This design comes from an exercise in tuning for small area, a short achievable clock period and few clock cycles per item on the open sky130 flow, not from production work.
Where RTL was checked, it was by simulation tests only, not by an equivalence proof against the original.

Design cipher_aes_core, start of the top module:
module cipher_aes_core (
    input  wire         clk,
    input  wire         rst,         
    input  wire         in_valid,
    output wire         in_ready,
    input  wire         in_key256,   
    input  wire [255:0] in_key,
    input  wire [127:0] in_block,
    output reg          out_valid,
    output reg  [127:0] out_block
);
Size: roughly 1,200 flip-flops, roughly 520 I/O pins, ~70,000 sq um of cells after synthesis.
Settings: LEC_CHECK=0, CAP_MARGIN=10, CORE_MARGIN=2, CORE_UTILIZATION=40, PLACE_DENSITY=0.6, SLEW_MARGIN=10; clock period 8.0 ns.
standard.sh (not shown) runs the stock make flow with config.mk's settings and CLKGATE_MAP_FILE= SYNTH_SCRIPT=/design/flow/synth_recipe.tcl, a recipe that flattens the netlist after the stock synthesis.
==> flow/flow/run.sh <==
#!/bin/bash
# Layout flow: the standard flow (standard.sh), except that
#  - synthesis maps the logic with the ABC script flow/abc_map.script; the
#    registers are untouched, and the flow checks that the netlist has the
#    same flip-flops (names and cell types) as the standard synthesis, and
#    uses the standard netlist if not;
#  - the make variables in flow/params.sh are added (port buffer cell,
#    repair margins).
# Each tool's output goes to a log file in the work folder.
set -uo pipefail
W=$(pwd)
RES=$W/orfs/results/$FLOW_PLATFORM/cipher_aes_core/base
source flow/params.sh

# 1. the standard synthesis, for reference
bash standard.sh synth > std_synth.log 2>&1 || exit 1
cp $RES/1_2_yosys.v $W/std_1_2_yosys.v

# 2. our synthesis, in a work area of its own
sed -e "s#@ABC_SCRIPT@#$W/flow/abc_map.script#" flow/synth.tcl > $W/my_synth.tcl
make -C $FLOW_HOME DESIGN_CONFIG=$W/config.mk WORK_HOME=$W/mysyn CLKGATE_MAP_FILE= \
     SYNTH_SCRIPT=$W/my_synth.tcl synth > my_synth.log 2>&1
MYV=$W/mysyn/results/$FLOW_PLATFORM/cipher_aes_core/base/1_2_yosys.v

# 3. same registers?
regs() { grep -oE '^ *sky130_fd_sc_hd__[a-z0-9]*(df|dl)[a-z0-9_]* +[^ ]+' "$1" | sed -E 's/_[0-9]+ +/ /; s/^ *//' | sort; }
if [[ -s $MYV ]] && cmp -s <(regs $W/std_1_2_yosys.v) <(regs $MYV); then
  echo "own synthesis: registers match, using it" > synth_choice.log
  cp $MYV $RES/1_2_yosys.v
  touch $RES/1_2_yosys.v
else
  echo "own synthesis: registers differ or missing, using the standard netlist" > synth_choice.log
fi
regs $W/std_1_2_yosys.v | wc -l >> synth_choice.log
regs $MYV | wc -l >> synth_choice.log

# 4. the rest of the standard flow
bash standard.sh "${MAKE_ARGS[@]}" finish > std_flow.log 2>&1
==> flow/flow/abc_map.script <==
strash
dc2
&get -n
&dch -f
&nf -R 1000
&put
buffer -c
topo
stime -c
upsize -c
dnsize -c
==> flow/flow/params.sh <==
MAKE_ARGS=(SETUP_SLACK_MARGIN=4.5 "BUFFER_PORTS_ARGS=-buffer_cell sky130_fd_sc_hd__buf_1" "CTS_ARGS=-sink_clustering_enable -repair_clock_nets -dont_use_dummy_load -sink_clustering_size 20 -buf_list {sky130_fd_sc_hd__clkbuf_4 sky130_fd_sc_hd__clkbuf_8}")
==> flow/flow/synth.tcl <==
proc synth {args} { yosys synth -nofsm -noshare {*}$args }
proc abc {args} {
  set i [lsearch $args -script]
  set args [lreplace $args $i [expr {$i + 1}] -script @ABC_SCRIPT@]
  yosys abc {*}$args
}
source $::env(SCRIPTS_DIR)/synth.tcl
# left out here: clear keep_hierarchy, flatten, clean up, hide names made inside functions, write 1_2_yosys.v
Then changed:
--- a/flow/flow/run.sh
+++ b/flow/flow/run.sh
@@ -26 +26 @@
-regs() { grep -oE '^ *sky130_fd_sc_hd__[a-z0-9]*(df|dl)[a-z0-9_]* +[^ ]+' "$1" | sed -E 's/_[0-9]+ +/ /; s/^ *//' | sort; }
+regs() { grep -oE '^ *sky130_fd_sc_hd__(df|edf|sdf|sedf|dlx|dlr)[a-z0-9_]* +[^ ]+' "$1" | sed -E 's/_[0-9]+ +/ /; s/^ *//' | sort; }
Effect: Wire length shrinks by 19%. Setup slack improves by 13 ps. Utilization increases by 2.1 points. Global-route usage went down by 1.1 points. Final area decreases by 12%. Non-clock buffer count went down by 13. Synthesized area goes down by 16%.
No run of this note included a check of the RTL's function; only the layout flow was run.

---

cipher_aes_core, a different RTL version from the one above (not shown whole).
For scale: about 6300 cells after synthesis.
clock: 8.0 ns
lec_check: 0
cap_margin: 10
core_margin: 2
core_utilization: 40
place_density: 0.6
slew_margin: 10
==> flow/flow/run.sh <==
#!/bin/bash
# Layout flow: the standard flow (standard.sh), except that
#  - synthesis maps the logic with the ABC script flow/abc_map.script; the
#    registers are untouched, and the flow checks that the netlist has the
#    same flip-flops (names and cell types) as the standard synthesis, and
#    uses the standard netlist if not;
#  - the make variables in flow/params.sh are added (port buffer cell,
#    repair margins).
# Each tool's output goes to a log file in the work folder.
set -uo pipefail
W=$(pwd)
RES=$W/orfs/results/$FLOW_PLATFORM/cipher_aes_core/base
source flow/params.sh

# 1. the standard synthesis, for reference
bash standard.sh synth > std_synth.log 2>&1 || exit 1
cp $RES/1_2_yosys.v $W/std_1_2_yosys.v

# 2. our synthesis, in a work area of its own
sed -e "s#@ABC_SCRIPT@#$W/flow/abc_map.script#" flow/synth.tcl > $W/my_synth.tcl
make -C $FLOW_HOME DESIGN_CONFIG=$W/config.mk WORK_HOME=$W/mysyn CLKGATE_MAP_FILE= \
     SYNTH_SCRIPT=$W/my_synth.tcl synth > my_synth.log 2>&1
MYV=$W/mysyn/results/$FLOW_PLATFORM/cipher_aes_core/base/1_2_yosys.v

# 3. same registers?
regs() { grep -oE '^ *sky130_fd_sc_hd__(df|edf|sdf|sedf|dlx|dlr)[a-z0-9_]* +[^ ]+' "$1" | sed -E 's/_[0-9]+ +/ /; s/^ *//' | sort; }
if [[ -s $MYV ]] && cmp -s <(regs $W/std_1_2_yosys.v) <(regs $MYV); then
  echo "own synthesis: registers match, using it" > synth_choice.log
  cp $MYV $RES/1_2_yosys.v
  touch $RES/1_2_yosys.v
else
  echo "own synthesis: registers differ or missing, using the standard netlist" > synth_choice.log
fi
regs $W/std_1_2_yosys.v | wc -l >> synth_choice.log
regs $MYV | wc -l >> synth_choice.log

# 4. the rest of the standard flow
bash standard.sh "${MAKE_ARGS[@]}" finish > std_flow.log 2>&1
==> flow/flow/params.sh <==
MAKE_ARGS=(SETUP_SLACK_MARGIN=5.2 "BUFFER_PORTS_ARGS=-buffer_cell sky130_fd_sc_hd__buf_1" "CTS_ARGS=-sink_clustering_enable -repair_clock_nets -dont_use_dummy_load -sink_clustering_size 30 -sink_clustering_max_diameter 60 -root_buf sky130_fd_sc_hd__clkbuf_16 -buf_list {sky130_fd_sc_hd__clkbuf_16}")
Scripts as last shown in full above: flow/flow/abc_map.script, flow/flow/synth.tcl
The baseline went through all stages and came out clean.
Testbench counts at the start, summed over its fixed seeds: cycles 26,467, items 2,048.
Change:
==> flow/flow/params.sh (replaced) <==
MAKE_ARGS=(SETUP_SLACK_MARGIN=5.1 "BUFFER_PORTS_ARGS=-buffer_cell sky130_fd_sc_hd__buf_1" "CTS_ARGS=-sink_clustering_enable -repair_clock_nets -dont_use_dummy_load -sink_clustering_size 25 -sink_clustering_max_diameter 60 -root_buf sky130_fd_sc_hd__clkbuf_16 -buf_list {sky130_fd_sc_hd__clkbuf_16}")
Register-to-register slack got worse by 160 ps.
Hold slack improved by 11 ps.
Final cell count stays flat.
Setup slack got worse by 43 ps.
Clock skew shrinks by 13 ps.

---

## main
Another version of the RTL of cipher_aes_core (not shown whole).
Size: roughly 6200 cells after synthesis, about 520 I/O pins, roughly 0.062 sq mm of cells after synthesis.
Settings: LEC_CHECK=0, CAP_MARGIN=10, CORE_MARGIN=2, CORE_UTILIZATION=40, PLACE_DENSITY=0.6, SLEW_MARGIN=10; clock period 8.0 ns.
==> flow/flow/params.sh <==
MAKE_ARGS=(SETUP_SLACK_MARGIN=4.5 "BUFFER_PORTS_ARGS=-buffer_cell sky130_fd_sc_hd__buf_1" "CTS_ARGS=-sink_clustering_enable -repair_clock_nets -dont_use_dummy_load -sink_clustering_size 20 -buf_list {sky130_fd_sc_hd__clkbuf_4 sky130_fd_sc_hd__clkbuf_8}")
Scripts as last shown in full above: flow/flow/run.sh, flow/flow/abc_map.script, flow/flow/synth.tcl
Here is what was changed in the inputs of the feature branch compared with main.
==> flow/flow/params.sh <==
MAKE_ARGS=(SETUP_SLACK_MARGIN=4.85 "BUFFER_PORTS_ARGS=-buffer_cell sky130_fd_sc_hd__buf_1" "CTS_ARGS=-sink_clustering_enable -repair_clock_nets -dont_use_dummy_load -sink_clustering_size 20 -buf_list {sky130_fd_sc_hd__clkbuf_4 sky130_fd_sc_hd__clkbuf_8}")
==> run notes <==
The feature branch: all stages complete, timing, DRC and antenna checks passed. In the tables for main and the feature branch, worst setup slack reads higher with the feature branch. Compared with main, the router placed more vias in the feature branch. Share of the clock period used by the worst path after layout, main and the feature branch, lower one = the feature branch. On fmax, the feature branch does better than main. Of the two values seen for master of the slowest instance on the critical path, xnor2_2 was produced by main and xor2_1 by the feature branch. m_kp[21] as the destination of the critical timing path was reported by the feature branch, and s_state[34] by main.
No functional check of the RTL was part of any run of this note.

---

cipher_aes_core, a different RTL version from the one above (not shown whole).
Size in the first run: roughly 520 I/O pins, about 57000 um2 of cells after synthesis.
clock: 8.0 ns
lec_check: 0
cap_margin: 20
core_margin: 2
core_utilization: 55
place_density: 0.7
slew_margin: 20
==> flow/flow/run.sh <==
#!/bin/bash
# Layout flow: the standard flow (standard.sh), except that
#  - synthesis maps the logic with the ABC script flow/abc_map.script; the
#    registers are untouched, and the flow checks that the netlist has the
#    same flip-flops (names and cell types) as the standard synthesis, and
#    uses the standard netlist if not;
#  - the make variables in flow/params.sh are added (port buffer cell,
#    repair margins).
# Each tool's output goes to a log file in the work folder.
set -uo pipefail
W=$(pwd)
RES=$W/orfs/results/$FLOW_PLATFORM/cipher_aes_core/base
source flow/params.sh

# 1. the standard synthesis, for reference
bash standard.sh synth > std_synth.log 2>&1 || exit 1
cp $RES/1_2_yosys.v $W/std_1_2_yosys.v

# 2. our synthesis, in a work area of its own
sed -e "s#@ABC_SCRIPT@#$W/flow/abc_map.script#" flow/synth.tcl > $W/my_synth.tcl
make -C $FLOW_HOME DESIGN_CONFIG=$W/config.mk WORK_HOME=$W/mysyn CLKGATE_MAP_FILE= \
     SYNTH_SCRIPT=$W/my_synth.tcl synth > my_synth.log 2>&1
MYV=$W/mysyn/results/$FLOW_PLATFORM/cipher_aes_core/base/1_2_yosys.v

# 3. same registers?
regs() { grep -oE '^ *sky130_fd_sc_hd__[a-z0-9]*(df|dl)[a-z0-9_]* +[^ ]+' "$1" | sed -E 's/_[0-9]+ +/ /; s/^ *//' | sort; }
if [[ -s $MYV ]] && cmp -s <(regs $W/std_1_2_yosys.v) <(regs $MYV); then
  echo "own synthesis: registers match, using it" > synth_choice.log
  cp $MYV $RES/1_2_yosys.v
  touch $RES/1_2_yosys.v
else
  echo "own synthesis: registers differ or missing, using the standard netlist" > synth_choice.log
fi
regs $W/std_1_2_yosys.v | wc -l >> synth_choice.log
regs $MYV | wc -l >> synth_choice.log

# 4. the rest of the standard flow
bash standard.sh "${MAKE_ARGS[@]}" finish > std_flow.log 2>&1
==> flow/flow/params.sh <==
MAKE_ARGS=(SETUP_SLACK_MARGIN=4.5 "BUFFER_PORTS_ARGS=-buffer_cell sky130_fd_sc_hd__buf_2" "CTS_ARGS=-sink_clustering_enable -repair_clock_nets -dont_use_dummy_load -sink_clustering_size 20")
Scripts as last shown in full above: flow/flow/abc_map.script, flow/flow/synth.tcl
Testbench counts at the start, summed over its fixed seeds: cycles 25,540, items 2,048.
Edit:
==> flow/flow/params.sh (replaced) <==
MAKE_ARGS=(SETUP_SLACK_MARGIN=4.5 "BUFFER_PORTS_ARGS=-buffer_cell sky130_fd_sc_hd__buf_1" "CTS_ARGS=-sink_clustering_enable -repair_clock_nets -dont_use_dummy_load -sink_clustering_size 20 -buf_list {sky130_fd_sc_hd__clkbuf_4 sky130_fd_sc_hd__clkbuf_8}")
Settings changed: CAP_MARGIN 20 to 10, CORE_UTILIZATION 55 to 40, PLACE_DENSITY 0.7 to 0.6, SLEW_MARGIN 20 to 10.
=>
- global-route usage fell by 7.5 points
- flip-flop and latch count does not change
- die area rose by 37%
Edit:
==> flow/flow/params.sh (replaced) <==
MAKE_ARGS=(SETUP_SLACK_MARGIN=4.5 "BUFFER_PORTS_ARGS=-buffer_cell sky130_fd_sc_hd__buf_2")
Settings changed: CAP_MARGIN 10 to 20, SLEW_MARGIN 10 to 20.
Outcome:
- synthesized cell count stays the same
- clock-buffer cell count goes down by 12
- via count hardly moves
- cell count increases slightly
- final area is higher by a few percent
- hold slack is better by 18 ps
- worst setup slack loses 52 ps
- area after synthesis stays the same
- utilization increases by 1.8 points
- die area does not change

---

Setup of run 1:
Another version of the RTL of cipher_aes_core (not shown whole).
For scale: roughly 520 I/O pins, about 62000 um2 of cells after synthesis.
// cipher_aes_core
module cipher_aes_core (
    input  wire         clk,
    input  wire         rst,         
    input  wire         in_valid,
    output wire         in_ready,
    input  wire         in_key256,   
    input  wire [255:0] in_key,
    input  wire [127:0] in_block,
    output reg          out_valid,
    output reg  [127:0] out_block
);
    localparam integer MW = 18;    
    function [7:0] xtime(input [7:0] b);
        xtime = {b[6:0], 1'b0} ^ (b[7] ? 8'h1b : 8'h00);
    endfunction
    reg          s_valid;
    reg          s_k256;
    reg  [3:0]   s_round;    
    reg  [7:0]   s_rcon;
    reg  [127:0] s_state;
    reg  [127:0] s_ka;
    reg  [127:0] s_kb;
    reg          m_valid;
    reg          m_k256;
    reg  [3:0]   m_round;
    reg  [7:0]   m_rcon;
    reg  [16*MW-1:0] m_state;    
    reg  [4*MW-1:0]  m_kx;       
    reg  [127:0] m_ka;
    reg  [127:0] m_kb;
    wire [16*MW-1:0] s_mid;
    wire [4*MW-1:0]  s_kmid;
    genvar gi;
    generate
        for (gi = 0; gi < 16; gi = gi + 1) begin : g_top
            aes_sbox_top u_top (.a(s_state[8*gi +: 8]), .m(s_mid[MW*gi +: MW]));
        end
        for (gi = 0; gi < 4; gi = gi + 1) begin : g_ktop
            aes_sbox_top u_top (.a(s_kb[8*gi +: 8]), .m(s_kmid[MW*gi +: MW]));
        end
    endgenerate
    wire m_final = m_k256 ? (m_round == 4'd13) : (m_round == 4'd9);
    wire [31:0] kx_s;
    generate
        for (gi = 0; gi < 4; gi = gi + 1) begin : g_kbot
            aes_sbox_bot u_bot (.m(m_kx[MW*gi +: MW]), .y(kx_s[8*gi +: 8]));
        end
    endgenerate
    wire kx_rot = !m_k256 || !m_round[0];
    wire [31:0] kx_t = kx_rot ? ({kx_s[23:0], kx_s[31:24]} ^ {m_rcon, 24'h000000}) : kx_s;
    wire [127:0] kx_base = m_k256 ? m_ka : m_kb;
    wire [31:0] kx_p0 = kx_base[127:96];
    wire [31:0] kx_p1 = kx_p0 ^ kx_base[95:64];
    wire [31:0] kx_p2 = kx_p1 ^ kx_base[63:32];
    wire [31:0] kx_p3 = kx_p2 ^ kx_base[31:0];
    wire [127:0] kx_next = {kx_p0 ^ kx_t, kx_p1 ^ kx_t, kx_p2 ^ kx_t, kx_p3 ^ kx_t};
    wire [127:0] rkey = m_k256 ? m_kb : kx_next;
    wire [127:0] sub;
    generate
        for (gi = 0; gi < 16; gi = gi + 1) begin : g_bot
            aes_sbox_bot u_bot (.m(m_state[MW*gi +: MW]), .y(sub[8*gi +: 8]));
        end
  ...
==> flow/config.mk <==
export PLATFORM = sky130hd
export DESIGN_NAME = cipher_aes_core
export DESIGN_NICKNAME = cipher_aes_core
export VERILOG_FILES = /design/flow/design.v
export SDC_FILE = /design/flow/constraint.sdc
export NUM_CORES = 8
export LEC_CHECK = 0
export CAP_MARGIN = 20
export CORE_MARGIN = 2
export CORE_UTILIZATION = 40
export PLACE_DENSITY = 0.6
export SLEW_MARGIN = 20
==> flow/constraint.sdc <==
create_clock -name core_clock -period 8.0 [get_ports {clk}]
set_input_delay 1.6000 -clock core_clock [delete_from_list [all_inputs] [get_ports {clk}]]
set_output_delay 1.6000 -clock core_clock [all_outputs]
set_load 0.01 [all_outputs]
==> flow/flow/abc_map.script <==
strash
&get -n
&fraig -x
&put
scorr
dc2
strash
&get -n
&dch -f
&nf
&put
buffer -c
topo
stime -c
upsize -c
dnsize -c
==> flow/flow/params.sh <==
MAKE_ARGS=(SETUP_SLACK_MARGIN=4.5 "BUFFER_PORTS_ARGS=-buffer_cell sky130_fd_sc_hd__buf_2")
Scripts as last shown in full above: flow/flow/run.sh, flow/flow/synth.tcl
Testbench counts of run 1, summed over its fixed seeds: cycles 25,540, items 2,048.
Relative to run 1, the following input files were edited for run 2:
Settings: SETUP_SLACK_MARGIN: unset -> 3.5.
diff --git a/flow/flow/run.sh b/flow/flow/run.sh
--- a/flow/flow/run.sh
+++ b/flow/flow/run.sh
@@ -1,15 +1,11 @@
 #!/bin/bash
-# Layout flow: the standard flow (standard.sh), except that
-#  - synthesis maps the logic with the ABC script flow/abc_map.script; the
-#    registers are untouched, and the flow checks that the netlist has the
-#    same flip-flops (names and cell types) as the standard synthesis, and
-#    uses the standard netlist if not;
-#  - the make variables in flow/params.sh are added (port buffer cell,
-#    repair margins).
-# Each tool's output goes to a log file in the work folder.
+# Layout flow: the standard flow, except that synthesis maps the logic
+# with a different ABC script (flow/abc_map.script) and without Yosys's
+# full-adder extraction. Registers are untouched: the flow checks that the
+# netlist has the same flip-flops (names and cell types) as the standard
+# synthesis and falls back to the standard netlist if not.
 set -uo pipefail
 W=$(pwd)
 RES=$W/orfs/results/$FLOW_PLATFORM/cipher_aes_core/base
-source flow/params.sh
 
 # 1. the standard synthesis, for reference
@@ -36,3 +32,3 @@
 
 # 4. the rest of the standard flow
-bash standard.sh "${MAKE_ARGS[@]}" finish > std_flow.log 2>&1
+bash standard.sh > std_flow.log 2>&1
diff --git a/flow/flow/synth.tcl b/flow/flow/synth.tcl
--- a/flow/flow/synth.tcl
+++ b/flow/flow/synth.tcl
@@ -1,3 +1,4 @@
 proc synth {args} { yosys synth -nofsm -noshare {*}$args }
+proc extract_fa {args} { }
 proc abc {args} {
   set i [lsearch $args -script]
removed: flow/flow/params.sh
- On post-route core utilization, the higher figure sits with run 1, not run 2.
- Where final area is concerned, run 1 is outperformed by run 2.
- Comparing total global routing track utilization for run 1 and run 2, the bigger number came from run 1.
- Compared to run 1, the router laid down less metal wire for run 2.
- Run comparison: run 1 most frequent standard cell in the layout excluding fill and tap cells sky130_fd_sc_hd__dfxtp_1; run 2 most frequent standard cell in the layout excluding fill and tap cells sky130_fd_sc_hd__xnor2_1
- The lower data required time of the critical path of run 1 and run 2 is in run 2.
- In the metrics for run 1 and run 2, the one carrying the higher arrival time of data at the critical path endpoint is run 2.
- Timing, DRC, antenna: 0 failures across run 1 and run 2
- In the reports for run 1 and run 2, the smaller share of the clock period used by the worst path after layout belongs to run 1.
### run 2 -> run 3
Settings: a deleted SETUP_SLACK_MARGIN that had been 3.5.
diff --git a/flow/flow/run.sh b/flow/flow/run.sh
--- a/flow/flow/run.sh
+++ b/flow/flow/run.sh
@@ -1,11 +1,15 @@
 #!/bin/bash
-# Layout flow: the standard flow, except that synthesis maps the logic
-# with a different ABC script (flow/abc_map.script) and without Yosys's
-# full-adder extraction. Registers are untouched: the flow checks that the
-# netlist has the same flip-flops (names and cell types) as the standard
-# synthesis and falls back to the standard netlist if not.
+# Layout flow: the standard flow (standard.sh), except that
+#  - synthesis maps the logic with the ABC script flow/abc_map.script; the
+#    registers are untouched, and the flow checks that the netlist has the
+#    same flip-flops (names and cell types) as the standard synthesis, and
+#    uses the standard netlist if not;
+#  - the make variables in flow/params.sh are added (port buffer cell,
+#    repair margins).
+# Each tool's output goes to a log file in the work folder.
 set -uo pipefail
 W=$(pwd)
 RES=$W/orfs/results/$FLOW_PLATFORM/cipher_aes_core/base
+source flow/params.sh
 
 # 1. the standard synthesis, for reference
@@ -32,3 +36,3 @@
 
 # 4. the rest of the standard flow
-bash standard.sh > std_flow.log 2>&1
+bash standard.sh "${MAKE_ARGS[@]}" finish > std_flow.log 2>&1
==> flow/flow/abc_map.script <==
strash
dc2
&get -n
&dch -f
&nf -R 1000
&put
buffer -c
topo
stime -c
upsize -c
dnsize -c
==> flow/flow/params.sh (new file) <==
MAKE_ARGS=(SETUP_SLACK_MARGIN=4.5 "BUFFER_PORTS_ARGS=-buffer_cell sky130_fd_sc_hd__buf_2" "CTS_ARGS=-sink_clustering_enable -repair_clock_nets -dont_use_dummy_load -sink_clustering_size 20")
diff --git a/flow/flow/synth.tcl b/flow/flow/synth.tcl
--- a/flow/flow/synth.tcl
+++ b/flow/flow/synth.tcl
@@ -1,4 +1,3 @@
 proc synth {args} { yosys synth -nofsm -noshare {*}$args }
-proc extract_fa {args} { }
 proc abc {args} {
   set i [lsearch $args -script]
Notes after the runs:
Run 3 has completed all stages; timing, DRC and antenna checks passed. Run 2 ended up with sky130_fd_sc_hd__xnor2_1 as its library cell contributing the largest single delay on the critical path; run 3 ended up with sky130_fd_sc_hd__xnor2_2. Higher number of buffers inserted to repair setup after CTS goes to run 3 over run 2. Summary of run 3 over run 2: sequential share of layout area lost 0.42 points; via count now sits higher; gate count of the mapped netlist +1.0%. Run 3 vs. run 2: maximum frequency now sits higher, chip width went down 3.5 um, die area has decreased, worst setup slack has increased.
Inputs modified between run 3 and run 4:
==> flow/flow/params.sh <==
MAKE_ARGS=(SETUP_SLACK_MARGIN=4.5 RECOVER_POWER=100 "BUFFER_PORTS_ARGS=-buffer_cell sky130_fd_sc_hd__buf_2")
==> run notes <==
In run 4, the area of the multi-input gates came out about 3% below the value in run 3. Multi-input gate share of the layout cell area is lower on run 4. From run 3 to run 4 the numbers moved as follows: worst hold slack +0.025 ns; post-route clock period utilization +27 points; area added between synthesis and finish -0.35 points. Area of all sequential standard cells delta (run 4 -> run 3): insignificant. Complete run, failing final checks: run 4, reason max-capacitance violations, max-slew violations. Between run 3 and run 4, clock-cell share of area is higher for run 4, run 3 comes in under that. Diff run 3 and run 4: number of ordinary and repair buffers in the finished layout lower in run 4.
The following lists how run 5 was set up differently from run 4:
==> flow/flow/abc_map.script <==
strash
&get -n
&fraig -x
&put
scorr
dc2
strash
&get -n
&dch -f
&nf
&put
buffer -c
topo
stime -c
upsize -c
dnsize -c
==> flow/flow/params.sh <==
MAKE_ARGS=(SETUP_SLACK_MARGIN=5 "BUFFER_PORTS_ARGS=-buffer_cell sky130_fd_sc_hd__buf_2")
[compare] base=run 4 new=run 5: count of clock-buffer cells in the layout dropped 2; global-route usage shows an increase of 0.71 points.
Relative to run 4, run 5 improves worst hold slack.
The number of cells in the design after placement in run 5 was higher than what run 4 gave.
The cell count of the worst hold path on run 5 is in line with that on run 4.
Run 5 completed every stage of the flow, and the final layout passed the timing, design-rule and antenna checks.
Area of the mapped netlist: run 5 vs run 4 up about 7%
Comparing run 5 and run 4, the higher depth of the critical timing path with buffers and inverters included was measured on run 5.
Run 5 vs. run 4: area of combinational cells with multiple inputs higher; worst reg-to-reg path cell count saw an increase.
Setup changes, run 5 to run 6
Settings: setting SETUP_SLACK_MARGIN to 4.5 for the first time.
diff --git a/flow/flow/run.sh b/flow/flow/run.sh
--- a/flow/flow/run.sh
+++ b/flow/flow/run.sh
@@ -1,15 +1,11 @@
 #!/bin/bash
-# Layout flow: the standard flow (standard.sh), except that
-#  - synthesis maps the logic with the ABC script flow/abc_map.script; the
-#    registers are untouched, and the flow checks that the netlist has the
-#    same flip-flops (names and cell types) as the standard synthesis, and
-#    uses the standard netlist if not;
-#  - the make variables in flow/params.sh are added (port buffer cell,
-#    repair margins).
-# Each tool's output goes to a log file in the work folder.
+# Layout flow: the standard flow, except that synthesis maps the logic
+# with a different ABC script (flow/abc_map.script) and without Yosys's
+# full-adder extraction. Registers are untouched: the flow checks that the
+# netlist has the same flip-flops (names and cell types) as the standard
+# synthesis and falls back to the standard netlist if not.
 set -uo pipefail
 W=$(pwd)
 RES=$W/orfs/results/$FLOW_PLATFORM/cipher_aes_core/base
-source flow/params.sh
 
 # 1. the standard synthesis, for reference
@@ -36,3 +32,3 @@
 
 # 4. the rest of the standard flow
-bash standard.sh "${MAKE_ARGS[@]}" finish > std_flow.log 2>&1
+bash standard.sh > std_flow.log 2>&1
diff --git a/flow/flow/synth.tcl b/flow/flow/synth.tcl
--- a/flow/flow/synth.tcl
+++ b/flow/flow/synth.tcl
@@ -1,3 +1,4 @@
 proc synth {args} { yosys synth -nofsm -noshare {*}$args }
+proc extract_fa {args} { }
 proc abc {args} {
   set i [lsearch $args -script]
removed: flow/flow/params.sh
[summary]
Run 5 → run 6: final wirelength went down 15%; post-placement setup slack shows an increase of 0.055 ns; minimum clock period after layout went up by 0.26 ns; fill cell instance count of the final layout went up by 1519. Number of inserted diodes in run 6 is 1 higher than in run 5. Count of mapped cells out of synthesis (lower): run 6. Cells: run 6 has fewer instances than run 5. Run 6 vs. run 5: maximum net fanout on the critical path went down by 4; hold slack climbed 0.0070 ns.

==> separate check: timing with driven ports <==
Ports are ideal in the flow. The routed layouts listed here were re-timed in OpenROAD.
Step 1, drivers: a clkbuf_16 drives clk and a buf_2 each remaining input, both assumed.
Step 2 adds t to the input delays and takes it off the output delays; t is the mean of the earliest and latest rising clock arrival at the registers after step 1. Input paths then give back, and output paths get back, about the clock's delay inside the block.
Three values: no drivers, after step 1, after step 2; two values: the first two.
| run | t, ns | slack for setup (ns) | hold slack, ns | latest minus earliest clock arrival (ns) | cell pins on the clock port's net |
|---|---|---|---|---|---|
| the first run of note 1 | 0.992 | 4.448 / 4.448 / 4.357 | 0.257 / 0.257 / 0.257 | 0.097 / 0.097 | 1 |
| the second run of note 1 | 0.976 | 4.461 / 4.461 / 3.845 | 0.259 / 0.259 / 0.259 | 0.121 / 0.121 | 1 |
| the first run of note 2 | 0.800 | 5.107 / 5.020 / 4.552 | 0.263 / 0.263 / 0.263 | 0.131 / 0.131 | 1 |
| the second run of note 2 | 0.793 | 5.064 / 5.022 / 4.553 | 0.274 / 0.274 / 0.274 | 0.119 / 0.118 | 1 |
| main | 0.960 | 4.511 / 4.511 / 4.146 | 0.291 / 0.291 / 0.291 | 0.106 / 0.106 | 1 |
| the feature branch | 0.966 | 4.807 / 4.807 / 4.137 | 0.290 / 0.290 / 0.290 | 0.102 / 0.102 | 1 |
| the first run of note 4 | 0.744 | 4.437 / 4.437 / 3.912 | 0.283 / 0.283 / 0.283 | 0.064 / 0.065 | 1 |
| the second run of note 4 | 0.980 | 4.528 / 4.528 / 3.974 | 0.289 / 0.289 / 0.289 | 0.085 / 0.085 | 1 |
| the third run of note 4 | 0.847 | 4.476 / 4.476 / 4.277 | 0.307 / 0.307 / 0.307 | 0.031 / 0.031 | 1 |
| run 1 | 0.845 | 4.448 / 4.448 / 4.252 | 0.299 / 0.299 / 0.299 | 0.046 / 0.045 | 1 |
| run 2 | 0.847 | 3.564 / 3.564 / 3.564 | 0.315 / 0.315 / 0.315 | 0.040 / 0.041 | 1 |
| run 3 | 0.833 | 4.548 / 4.492 / 3.903 | 0.274 / 0.274 / 0.274 | 0.067 / 0.067 | 1 |
| run 4 | 0.850 | 2.425 / 2.425 / 2.178 | 0.299 / 0.299 / 0.299 | 0.040 / 0.040 | 1 |
| run 5 | 0.863 | 4.745 / 4.745 / 4.175 | 0.306 / 0.306 / 0.306 | 0.039 / 0.039 | 1 |
| run 6 | 0.843 | 4.489 / 4.471 / 4.142 | 0.313 / 0.313 / 0.313 | 0.038 / 0.038 | 1 |
The setup slack of the feature branch, which loses most, moves by 0.000 ns with the drivers and by -0.670 ns with both steps.
